Background: an optimization exercise with open tools, aiming at small area and a short achievable clock period. Do not read the settings as production practice. Where RTL was checked, it was by simulation tests only, not by an equivalence proof against the original. Function not checked in run 1: the RTL went through the layout flow alone.

==> flow/design.v (outline; a module is shown in full before it is edited, if it fits) <==
// module lane_fma: 2443 lines
module lane_fma (
    input  wire        clk,
    input  wire        rst,
    input  wire        in_valid,
    input  wire [2:0]  in_op,
    input  wire [1:0]  in_mod,
    input  wire [31:0] in_a,
    input  wire [31:0] in_b,
    input  wire [31:0] in_c,
    output reg         out_valid,
    output reg  [31:0] out_res,
    output reg         out_clamp,
    output reg         out_bad
);
  // ...
==> flow/flow/run.sh <==
#!/bin/bash
# The standard layout (standard.sh, unchanged synthesis), with two
# settings outside config.mk's list: timing repair aims for 6 ns of setup
# slack, and the port buffers are buf_1 cells. make's full output goes to
# standard.log; each ORFS step logs under orfs/logs/.
export SETUP_SLACK_MARGIN=6
export BUFFER_PORTS_ARGS="-buffer_cell sky130_fd_sc_hd__buf_1"
bash standard.sh > standard.log 2>&1
==> flow/standard.sh <==
#!/bin/bash
# synth_recipe.tcl (not shown) runs the flow's synth.tcl, then flattens the netlist and writes it again
# the make line also repeats each setting of config.mk as NAME=value (left out here)
make -C /OpenROAD-flow-scripts/flow DESIGN_CONFIG=/design/flow/config.mk WORK_HOME=/design/flow/orfs CLKGATE_MAP_FILE= SYNTH_SCRIPT=/design/flow/synth_recipe.tcl "${@:-finish}"
==> flow/config.mk <==
export PLATFORM = sky130hd
export DESIGN_NAME = lane_fma
export DESIGN_NICKNAME = lane_fma
export VERILOG_FILES = /design/flow/design.v
export SDC_FILE = /design/flow/constraint.sdc
export NUM_CORES = 4
export LEC_CHECK = 0
export CAP_MARGIN = 20
export CORE_MARGIN = 2
export CORE_UTILIZATION = 60
export SLEW_MARGIN = 20
==> flow/constraint.sdc <==
create_clock -name core_clock -period 11.0 [get_ports {clk}]
set_input_delay 2.2000 -clock core_clock [delete_from_list [all_inputs] [get_ports {clk}]]
set_output_delay 2.2000 -clock core_clock [all_outputs]
set_load 0.01 [all_outputs]
==> flow_summary.ini, run 1 <==
[status]
status = timing/DRC/antenna clean

[layout]
n_sequential_cell = 385
layout.cells.non_filler = 5945
reg.largest.list = r2_q: 127 flops, r3_mag: 56 flops, out_res: 32 flops
multi_input_area_um2 = 32100
signal_buffers = 371

[die]
ios = 139
num_tap_cells = 882
fp.dieW_um = 266

[routing]
top_layer = met5
drc = 0
drt_iter0_markers = 5191
first_pass_iters = 7

[cts]
clkTransAtPathRegs_ns = 0.06
clockBufferDepth = 3

[synthesis]
netlist_area_um2 = 41200
async_flop_share_pct = 0
synth-simple-area-share_pct = 16.0
synth_adder_area_share_pct = 20.9
synth_compound_area_share_pct = 19.4
ys_warn_count = 1

[sta]
period_minus_slack_ns = 5.55
tns_ns = 0
slew_headroom_pct = 30.2

[global_route]
grt_pass1_vias = 36747
grt_remaining_overflow = 0

[place]
post-dp-hpwl_um = 109000
==> inputs of run 2 (changes only) <==
--- a/flow/design.v
+++ b/flow/design.v
@@ -2329,51 +2329,47 @@
     wire lz_z30 = lz_z14 & lz_z29;
     wire lz_c30_0 = lz_z14 ? lz_z21 : lz_z6;
     wire lz_c30_1 = lz_z14 ? lz_c29_0 : lz_c14_0;
     wire lz_c30_2 = lz_z14 ? lz_c29_1 : lz_c14_1;
     wire lz_c30_3 = lz_z14 ? lz_c29_2 : lz_c14_2;
     wire       lzero = lz_z30;
     wire [4:0] lzc = {lz_z14, lz_c30_0, lz_c30_1, lz_c30_2, lz_c30_3};
     wire [76:0] mag_ps = mag << {lz_z14, lz_c30_0, 5'd0};
-    wire        stl_ps = ~(lz_z14 | lz_c30_0) & (|mag[20:0]);
     reg        r3_valid;
     reg [1:0]  r3_mod;
     reg        r3_sp_hit, r3_sp_bad, r3_sp_inf, r3_sp_sgn;
     reg        r3_sign, r3_zero;
-    reg [76:21] r3_mag;
-    reg        r3_stl;
+    reg [76:0] r3_mag;
     reg [4:0]  r3_lz;
     reg signed [10:0] r3_e76;
     always @(posedge clk) begin
         if (rst) r3_valid <= 1'b0;
         else     r3_valid <= r2_valid;
         r3_mod    <= r2_mod;
         r3_sp_hit <= r2_sp_hit;
         r3_sp_bad <= r2_sp_bad;
         r3_sp_inf <= r2_sp_inf;
         r3_sp_sgn <= r2_sp_sgn;
         r3_sign   <= r2_psign ^ sneg;
         r3_zero   <= lzero;
-        r3_mag    <= mag_ps[76:21];
-        r3_stl    <= stl_ps;
+        r3_mag    <= mag_ps;
         r3_lz     <= lzc;
         r3_e76    <= r2_e76;
     end
-    wire [76:0] nrm4 = {r3_mag, 21'd0} << {r3_lz[2:0], 2'b00};
+    wire [76:0] nrm4 = r3_mag << {r3_lz[2:0], 2'b00};
     wire [1:0]  f    = nrm4[76] ? 2'd0 : nrm4[75] ? 2'd1 : nrm4[74] ? 2'd2 : 2'd3;
     wire [76:0] norm = nrm4 << f;
     wire [23:0] mant = norm[76:53];
     wire        rbit = norm[52];
     reg         stc;
     integer     k;
     always @(*) begin
         stc = 1'b0;
-        stc = r3_stl;
-        for (k = 21; k < 49; k = k + 1)
+        for (k = 0; k < 49; k = k + 1)
             if ({1'b0, r3_lz[2:0], 2'b00} < 8'd49 - k[7:0]) stc = stc | r3_mag[k];
     end
     wire sticky = stc | (nrm4[51] && f <= 2'd0) | (nrm4[50] && f <= 2'd1) | (nrm4[49] && f <= 2'd2);
     wire signed [10:0] ec   = r3_e76 - $signed({4'b0000, r3_lz, 2'b00});
     wire signed [10:0] epre = ec - $signed({9'd0, f});
     wire        rup  = rbit && (sticky || mant[0]);
     wire        mall = &mant;
     wire        mcy  = mall && rup;                  
==> flow/flow/run.sh (replaced) <==
#!/bin/bash
# The standard layout (standard.sh, unchanged synthesis), with two
# settings outside config.mk's list: timing repair aims for 5.75 ns of setup
# slack, and the port buffers are buf_1 cells. make's full output goes to
# standard.log; each ORFS step logs under orfs/logs/.
export SETUP_SLACK_MARGIN=5.75
export BUFFER_PORTS_ARGS="-buffer_cell sky130_fd_sc_hd__buf_1"
bash standard.sh > standard.log 2>&1
==> run 2 against run 1 <==
Against the previous run:
- register-to-register slack better by 0.36 ns
- count of clock-buffer cells in the layout up 4
- utilization down 2.5 points
- critical path type unchanged
- clock skew down 0.018 ns
==> flow_summary.ini, run 2 <==
[setup_path]
reg2reg_from = r2_q[57]
worstRegToRegCells = 17
crit_required_ns = 11.47
arrival_ns = 5.66
cp_common_cell = buf_4
startpoint_type = register
rrSetupSlack_ns = 5.81
cpPeakStageDelay_ns = 0.52
crit_chain = inv_1, ha_1, nand4_4, or3_4, a21o_1, and3_1, nor3_1, o21ai_4, o211ai_1, xor2_2, and4b_1, nand4_1, buf_4, nor4_4, buf_4, nor4_1, o21bai_1
cp.depth = 17
worstSetupEndpointType = register
crit_fanout = 11
critPathKind = register to register
reg2reg_to = r3_mag[36]
crit_family = simple AND/OR/NAND/NOR gates
crit_buf_inv = 3
cpMaxStageDelayCell = nor3_1

[layout]
drive_above_1_share_pct = 8.90
regMostFlops = r2_q
final_nets = 5609
area_growth_syn_to_layout_pct = 8.48
largest_register_ffs = 127
final_core_util_pct = 65.4
layout_common_cells = nand2_1, dfxtp_1, xnor2_1
reg.largest.list = r2_q: 127 flops, r3_mag: 77 flops, out_res: 32 flops
final_common_cell = nand2_1

[synthesis]
synth_top_area_share_pct = 19.3
ys.flop_type = dfxtp_1
ys_types = 115
synth.avg_cell_area_um2 = 8.35
yosys.area.top_type = dfxtp_1
synth_cells = 5042
ys_warn_count = 1
synth_most_common_cell = nand2_1
synth.yosys.seq_area_share_pct = 19.3
synthesis.nets = 5648
netlist_top_cells_area = dfxtp_1, fa_1, xnor2_1, a22oi_1, ha_1
async_flop_share_pct = 0
synth_edf_count = 0
netlist_area_um2 = 42100
synth_common_cells = nand2_1, dfxtp_1, xnor2_1, nor2_1, a22oi_1
yosys_register_bits = 405

[global_route]
grt_pass1_wl_um = 226000
grt_remaining_overflow = 0
grt_max_degree = 127
grt_pass1_vias = 37050
grtUsageMet1_pct = 54.3
grt_usage_pct = 40.9
antenna_found_initial = 2
met2_usage_pct = 60.7
grtUsageMet3_pct = 10.9
top_usage_layer = met2

[die]
die-area_um2 = 72300
num_rows = 97
ios = 139
die_y_um = 269
core_um2 = 69800
initial_core_util_pct = 60.3
fp.dieW_um = 269

[place]
place.gp.congestion = 1.03
port_buffers = 138
post-dp-hpwl_um = 113000

[sta]
slew_headroom_pct = 29.3
rsz0062_at_grt = yes
finClkSkew_ns = 0.0282
fmax_ghz = 0.193
period_minus_slack_ns = 5.19
setup_violations = 0
finalCritPeriodShare_pct = 47.2
worstMarginPinSlew_ns = 1.05
timing.hold.ws_ns = 0.305
slew_violations = 0
hold_viol = 0
tns_ns = 0

[min_path]
hold_start = r2_e76[5]
hold_class = register to register
min_path_cells = 0
hold_end = r3_e76[5]

[cts]
cts_tree = built
htreeDepth = 2
clkTransAtPathRegs_ns = 0.07
clk_latency_ns = 0.62
clockBufferDepth = 3
cts_sinks = 405
cts-root-buf = clkbuf_16
cts_buffers = 47

[run]
cap_violations = 0

[routing]
routedWlPerCell_um = 25.1
drc = 0
detail-route-antenna-nets = 0
first_pass_iters = 6
wirelength_um = 150000
vias = 39339
via_per_inst = 6.58
drt_iter0_markers = 4389

[status]
status = timing/DRC/antenna clean
[run 2: cell types whose count changed in the layout (fill, tap and decap cells not counted), sizes merged, moves of 10 or more]
cell	previous run	this run
buf	362	275
o21ai	191	217
dfxtp	385	405
nand4	44	61
a21boi	6	22
xnor2	413	398
a21oi	238	224
o22ai	27	41
a22o	16	5
nand2	587	576
nor2	369	359
nor4	51	61
[run 2: final cells by class]
cell class                      instances  area [um^2]
Sequential cell                       405         8120
Multi-Input combinational cell       3948        31900
Clock buffer                           63         1300
Antenna cell                            2         5.00
Timing Repair Buffer                  279         1690
Inverter                              322         1230
Clock inverter                         18          210
Fill cell                            6017        24100
Tap cell                              940         1180
[run 2: cell families after synthesis]
| family | after synthesis | share of synthesized area, % |
|---|---|---|
| muxes | 221 | 6.69 |
| DFF | 405 | 19.3 |
| AOI/OAI and AO/OA | 1183 | 19.0 |
| and+or+nand+nor | 1495 | 16.7 |
| adders and majority gates | 503 | 20.4 |
| buffers and inverters | 690 | 6.54 |
| xor gates and xnor gates | 545 | 11.4 |
[run 2: worst max path at each step]
stage | slack (ns) | from | endpoint
5_1_grt | 5.65 | r2_q[24] | r3_mag[36]
6_report | 5.81 | r2_q[57] | r3_mag[36]
2_1_floorplan | 5.77 | r3_lz[1] | out_res[7]
4_1_cts | 5.75 | in_b[24] | r1_far
3_5_place_dp | 4.54 | r3_lz[1] | out_res[7]
3_3_place_gp | 4.60 | r3_lz[1] | out_res[7]
[run 2: timing repair]
action                                  in CTS  in global routing
resized for setup                           66                 91
pin swaps                                    9                  8
endpoints found under the setup margin     145                149
buffers inserted                            15                 16
cloned                                       2                  0
hold buffers                                 0                  0
[run 2: per-layer routing]
layer | vias to the layer above | share of wire, %
met5 | - | 0.029
met4 | 4 | 5.9
met3 | 488 | 12
met2 | 2534 | 43
met1 | 18821 | 40
li1 | 17492 | -
[run 2: per-stage QoR]
stage / cells / worst slack, ns / area [um^2]
global route: 5976 / 5.65 / 45700
CTS: 5959 / 5.75 / 45100
floorplan: 5042 / 5.77 / 42100
global placement: 5860 / 4.60 / 43100
finish: 5977 / 5.81 / 45700
detailed placement: 5861 / 4.54 / 43100
[run 2: worst register-to-register path: cells and delay by family, from the launching register on]
kind | cells | cell delay, ns
AND/OR/NAND/NOR | 8 | 2.41
AO/OA/AOI/OAI | 4 | 1.07
buffers and inverters | 3 | 0.53
adder cells (fa/ha/maj) | 1 | 0.47
flip-flops | 1 | 0.35
XOR/XNOR | 1 | 0.24

afterwards: timing with drivers on the ports:
The results above use ideal ports. As a check the final layouts listed here were re-extracted and re-timed, cells and wires unchanged.
Step 1: set_driving_cell puts a clkbuf_16 on clk and a buf_2 on each other input, an assumption about the parent block.
Step 2 adds t to the input delays and takes it off the output delays; t is the mean of the earliest and latest rising clock arrival at the registers after step 1. Input paths then give back, and output paths get back, about the clock's delay inside the block.
Slacks: no drivers / after step 1 / after step 2; pairs: no drivers / after step 1.
| run | t, ns | setup WS [ns] | latest minus earliest clock arrival (ns) |
|---|---|---|---|
| run 1 | 0.670 | 5.450 / 5.450 / 5.450 | 0.048 / 0.048 |
| run 2 | 0.673 | 5.808 / 5.808 / 5.293 | 0.029 / 0.028 |
After both steps setup and hold are still met in every run listed. For run 2, which loses most, drivers alone change the setup slack by 0.000 ns; drivers and shift together by -0.515 ns.
